This design comes from an exercise in tuning for small area on the open sky130 flow, not from production work.
Only simulation tests tie the RTL to the original design; equivalence was not proved.
Power figures rest on the tool's default switching activity, not on a simulated workload.

==> flow/design.v <==
module pgn_group (
    input  wire        clk,
    input  wire        rst,
    input  wire        fp_bnd,        
    input  wire        rel_in,        
    input  wire        flt_in,        
    input  wire        trip_in,       
    input  wire        hiz_mode,      
    input  wire        cut_scope,     
    input  wire [2:0]  edge_sel,      
    input  wire [7:0]  trip_esc,      
    input  wire        fault_clear,
    input  wire [5:0]  req_we,
    input  wire [5:0]  req_lvl,
    input  wire [15:0] t_on,
    input  wire [15:0] t_off,
    input  wire [35:0] lguard,        
    output wire [5:0]  sw_on,
    output wire [5:0]  sw_rel,
    output wire [5:0]  pend,
    output wire        latched,
    output wire [7:0]  cut_run,
    output wire        cut_now,
    output wire [2:0]  leg_conflict
);
    function automatic ge16(input [15:0] a, input [15:0] b);
        integer i;
        reg r;
        begin
            r = 1'b1;
            for (i = 0; i < 16; i = i + 1)
                r = (a[i] & ~b[i]) | ((a[i] | ~b[i]) & r);
            ge16 = r;
        end
    endfunction
    function automatic ge12(input [11:0] a, input [11:0] b);
        integer i;
        reg r;
        begin
            r = 1'b1;
            for (i = 0; i < 12; i = i + 1)
                r = (a[i] & ~b[i]) | ((a[i] | ~b[i]) & r);
            ge12 = r;
        end
    endfunction
    function automatic ge8(input [7:0] a, input [7:0] b);
        integer i;
        reg r;
        begin
            r = 1'b1;
            for (i = 0; i < 8; i = i + 1)
                r = (a[i] & ~b[i]) | ((a[i] | ~b[i]) & r);
            ge8 = r;
        end
    endfunction
    reg        released_q;
    reg        latch_q;
    reg  [7:0] cut_run_q;
    reg        cut_seen_q;
    wire cut_act = trip_in & ~hiz_mode & ~rel_in & ~latch_q;
    wire [8:0] cr_c;
    wire [7:0] cut_run_inc;
    assign cr_c[0] = 1'b1;
    genvar k;
    generate
        for (k = 0; k < 8; k = k + 1) begin : g_cr
            assign cut_run_inc[k] = (cut_run_q[k] ^ cr_c[k]) | cr_c[8];
            assign cr_c[k+1]      = cr_c[k] & cut_run_q[k];
        end
    endgenerate
    wire [7:0] cut_run_bnd = cut_seen_q ? cut_run_inc : 8'd0;
    wire       escalate    = fp_bnd & cut_seen_q & (|trip_esc) &
                             ge8(cut_run_inc, trip_esc);
    wire clear_ok  = fault_clear & ~flt_in & ~trip_in;
    wire set_latch = ~rel_in & (flt_in | (trip_in & hiz_mode) | escalate);
    wire latch_d   = set_latch | (latch_q & ~clear_ok);
    wire rel_now    = rel_in | latch_d;
    wire released_d = rel_now | (released_q & ~fp_bnd);
    wire driving    = ~released_d;
    wire [7:0] cut_run_d = clear_ok ? 8'd0 :
                           fp_bnd   ? cut_run_bnd : cut_run_q;
    wire cut_seen_d = (cut_seen_q & ~fp_bnd) | cut_act;
    always @(posedge clk) begin
        if (rst) begin
            released_q <= 1'b1;
            latch_q    <= 1'b0;
            cut_run_q  <= 8'd0;
            cut_seen_q <= 1'b0;
        end else begin
            released_q <= released_d;
            latch_q    <= latch_d;
            cut_run_q  <= cut_run_d;
            cut_seen_q <= cut_seen_d;
        end
    end
    assign latched = latch_q;
    assign cut_run = cut_run_q;
    assign cut_now = cut_seen_q;
    wire rel_edge = released_d & ~released_q;
    reg  [5:0]  app_on_q;     
    reg  [5:0]  req_q;        
    reg  [5:0]  block_q;      
    reg  [15:0] cnt_q [0:5];  
    reg  [2:0]  first_q;      
    reg  [2:0]  conflict_q;
    wire [5:0] cur_on  = app_on_q;
    wire [5:0] req_cur = req_q;
    wire [5:0] new_h = req_we & req_lvl & ~req_cur;
    wire [2:0] conflict;
    wire [5:0] req_upd;
    wire [5:0] req_d;
    wire [2:0] first_d;
    genvar l;
    generate
        for (l = 0; l < 3; l = l + 1) begin : g_leg
            assign conflict[l] = driving & new_h[2*l] & new_h[2*l+1] &
                                 ~cur_on[2*l] & ~cur_on[2*l+1];
            assign req_upd[2*l]   = req_we[2*l]   ? req_lvl[2*l]   : req_cur[2*l];
            assign req_upd[2*l+1] = req_we[2*l+1] ? req_lvl[2*l+1] : req_cur[2*l+1];
            assign req_d[2*l]     = conflict[l] ? 1'b0 : req_upd[2*l];
            assign req_d[2*l+1]   = conflict[l] ? 1'b0 : req_upd[2*l+1];
            assign first_d[l] =
                (new_h[2*l] & new_h[2*l+1]) ? cur_on[2*l+1] :
                new_h[2*l]                  ? req_cur[2*l+1] :
                new_h[2*l+1]                ? ~req_cur[2*l] :
                                              first_q[l];
        end
    endgenerate
    wire [5:0] app_on_d;
    wire [5:0] block_d;
    wire [5:0] edge_d;
    reg  [5:0] sat_q;         
    wire [5:0] guard_ge;      
    wire [5:0] t_ge;          
    genvar m;
    generate
        for (m = 0; m < 3; m = m + 1) begin : g_thr
            wire [15:0] thr = (cur_on[2*m] | cur_on[2*m+1]) ? t_on : t_off;
            assign t_ge[2*m]   = sat_q[2*m]   | ge16(cnt_q[2*m],   thr);
            assign t_ge[2*m+1] = sat_q[2*m+1] | ge16(cnt_q[2*m+1], thr);
        end
    endgenerate
    genvar c;
    generate
        for (c = 0; c < 6; c = c + 1) begin : g_ch
            localparam integer P = c ^ 1;
            localparam integer L = c / 2;
            localparam [0:0]   PB = (c % 2 == 0) ? 1'b1 : 1'b0;
            wire [15:0] cnt = cnt_q[c];
            assign guard_ge[c] = sat_q[c] | (|cnt[15:12]) |
                                 ge12(cnt[11:0], lguard[12*L +: 12]);
            wire in_scope  = ~cut_scope | (edge_sel == c);
            wire cut_here  = cut_act & in_scope;
            wire block_eff = (block_q[c] & ~fp_bnd) | cut_here;
            wire partner_on    = cur_on[P];
            wire partner_first = req_d[P] & ~cur_on[P] & (first_d[L] == PB);
            wire guard_ok      = guard_ge[P];
            wire min_ok = sat_q[c] | (|cnt[15:5]) | (cnt[4] & (cnt[3] | cnt[2]));
            wire on_ok  = min_ok & t_ge[c] & ~block_eff &
                          ~partner_on & ~partner_first & guard_ok;
            wire off_ok = min_ok & t_ge[c];
            reg on_next;
            always @(*) begin
                on_next = cur_on[c];
                if (cut_here && cur_on[c])
                    on_next = 1'b0;
                else if (req_d[c] && !cur_on[c] && on_ok)
                    on_next = 1'b1;
                else if (!req_d[c] && cur_on[c] && off_ok)
                    on_next = 1'b0;
            end
            assign app_on_d[c]  = driving & on_next;
            assign block_d[c]   = driving & block_eff;
            assign edge_d[c]    = (app_on_d[c] != app_on_q[c]) | rel_edge;
            wire [16:0] cc;
            wire [15:0] cnt_d;
            assign cc[0] = 1'b1;
            genvar b;
            for (b = 0; b < 16; b = b + 1) begin : g_b
                assign cc[b+1] = cc[b] & cnt[b];
                if (b == 0) begin : g_b0
                    assign cnt_d[b] = edge_d[c] | ~cnt[b];
                end else begin : g_bn
                    assign cnt_d[b] = ~edge_d[c] & (cnt[b] ^ cc[b]);
                end
            end
            always @(posedge clk) begin
                cnt_q[c] <= cnt_d;
                sat_q[c] <= rst | (~edge_d[c] & (sat_q[c] | cc[16]));
            end
        end
    endgenerate
    always @(posedge clk) begin
        if (rst) begin
            app_on_q   <= 6'b0;
            req_q      <= 6'b0;
            block_q    <= 6'b0;
            first_q    <= 3'b0;
            conflict_q <= 3'b0;
        end else begin
            app_on_q   <= app_on_d;
            req_q      <= driving ? req_d : 6'b0;
            block_q    <= block_d;
            first_q    <= driving ? first_d : 3'b0;
            conflict_q <= conflict;
        end
    end
    assign sw_on        = app_on_q;
    assign sw_rel       = {6{released_q}};
    assign pend         = req_q ^ app_on_q;
    assign leg_conflict = conflict_q;
endmodule
module pgn_sw_stage (
    input  wire         clk,
    input  wire         rst,
    input  wire         fp_bnd,
    input  wire         fault_clear,
    input  wire [7:0]   rel_in,
    input  wire [7:0]   flt_in,
    input  wire [7:0]   trip_in,
    input  wire [7:0]   hiz_mode,
    input  wire [7:0]   cut_scope,
    input  wire [23:0]  edge_sel,
    input  wire [63:0]  trip_esc,
    input  wire [47:0]  req_we,
    input  wire [47:0]  req_lvl,
    input  wire [127:0] t_on,
    input  wire [127:0] t_off,
    input  wire [287:0] lguard,
    output wire [47:0]  sw_on,
    output wire [47:0]  sw_rel,
    output wire [47:0]  pend,
    output wire [7:0]   latched,
    output wire [63:0]  cut_run,
    output wire [7:0]   cut_now,
    output wire [23:0]  leg_conflict
);
    genvar g;
    generate
        for (g = 0; g < 8; g = g + 1) begin : g_grp
            pgn_group u_grp (
                .clk          (clk),
                .rst          (rst),
                .fp_bnd       (fp_bnd),
                .rel_in       (rel_in[g]),
                .flt_in       (flt_in[g]),
                .trip_in      (trip_in[g]),
                .hiz_mode     (hiz_mode[g]),
                .cut_scope    (cut_scope[g]),
                .edge_sel     (edge_sel[3*g +: 3]),
                .trip_esc     (trip_esc[8*g +: 8]),
                .fault_clear  (fault_clear),
                .req_we       (req_we[6*g +: 6]),
                .req_lvl      (req_lvl[6*g +: 6]),
                .t_on         (t_on[16*g +: 16]),
                .t_off        (t_off[16*g +: 16]),
                .lguard       (lguard[36*g +: 36]),
                .sw_on        (sw_on[6*g +: 6]),
                .sw_rel       (sw_rel[6*g +: 6]),
                .pend         (pend[6*g +: 6]),
                .latched      (latched[g]),
                .cut_run      (cut_run[8*g +: 8]),
                .cut_now      (cut_now[g]),
                .leg_conflict (leg_conflict[3*g +: 3])
            );
        end
    endgenerate
endmodule
==> flow/config.mk <==
export PLATFORM = sky130hd
export DESIGN_NAME = pgn_sw_stage
export DESIGN_NICKNAME = pgn_sw_stage
export VERILOG_FILES = /design/flow/design.v
export SDC_FILE = /design/flow/constraint.sdc
export NUM_CORES = 4
export LEC_CHECK = 0
export CAP_MARGIN = 20
export CORE_MARGIN = 2
export CORE_UTILIZATION = 40
export CTS_BUF_LIST = sky130_fd_sc_hd__clkbuf_4 sky130_fd_sc_hd__clkbuf_8
export SLEW_MARGIN = 20
==> flow/constraint.sdc <==
create_clock -name core_clock -period 6.0 [get_ports {clk}]
set_input_delay 1.2000 -clock core_clock [delete_from_list [all_inputs] [get_ports {clk}]]
set_output_delay 1.2000 -clock core_clock [all_outputs]
set_load 0.01 [all_outputs]
run.sh (not shown) runs the stock make flow with config.mk's settings and CLKGATE_MAP_FILE= SYNTH_SCRIPT=/design/flow/synth_recipe.tcl, a recipe that flattens the netlist after the stock synthesis.
Next try:
- CTS_BUF_LIST: sky130_fd_sc_hd__clkbuf_4 sky130_fd_sc_hd__clkbuf_8 -> not set
Outcome: Setup slack improved by 0.15 ns; global-route usage stays flat; wire length barely changes; core utilization decreases by 0.12 points; design area is about the same; critical path depth is unchanged; area after synthesis is unchanged; register-to-register slack improves by 0.15 ns; via count is lower by 0.51%.
Next try:
- CORE_UTILIZATION: 40 -> 60
- CTS_BUF_LIST: not set -> sky130_fd_sc_hd__clkbuf_2 sky130_fd_sc_hd__clkbuf_4
- CTS_CLUSTER_SIZE: not set -> 30
Setup slack is better by 0.034 ns.
Clock skew grows by 0.055 ns.
Power shrinks by a little under a tenth.

-- afterwards: timing with drivers on the ports --
The results above use ideal ports. As a check the final layouts listed here were re-extracted and re-timed, cells and wires unchanged.
Step 1 sets driving cells, clkbuf_16 on the clock port and buf_2 on the other inputs (assumed; they add their load-dependent delay and slew).
Step 2 adds t to the input delays and takes it off the output delays; t is the mean of the earliest and latest rising clock arrival at the registers after step 1. Input paths then give back, and output paths get back, about the clock's delay inside the block.
a / b / c = no drivers / after step 1 / after step 2; a / b = the first two.
run | t, ns | slack for setup (ns) | hold slack, ns
the first run | 1.051 | 0.534 / 0.534 / 0.287 | 0.417 / 0.417 / 0.417
the second run | 0.867 | 0.686 / 0.686 / 0.455 | 0.413 / 0.413 / 0.413
the third run | 1.355 | 0.720 / 0.720 / 0.610 | 0.420 / 0.420 / 0.420
After both steps every run listed still meets setup and hold. The setup slack of the first run, which loses most, moves by 0.000 ns with the drivers and by -0.247 ns with both steps.
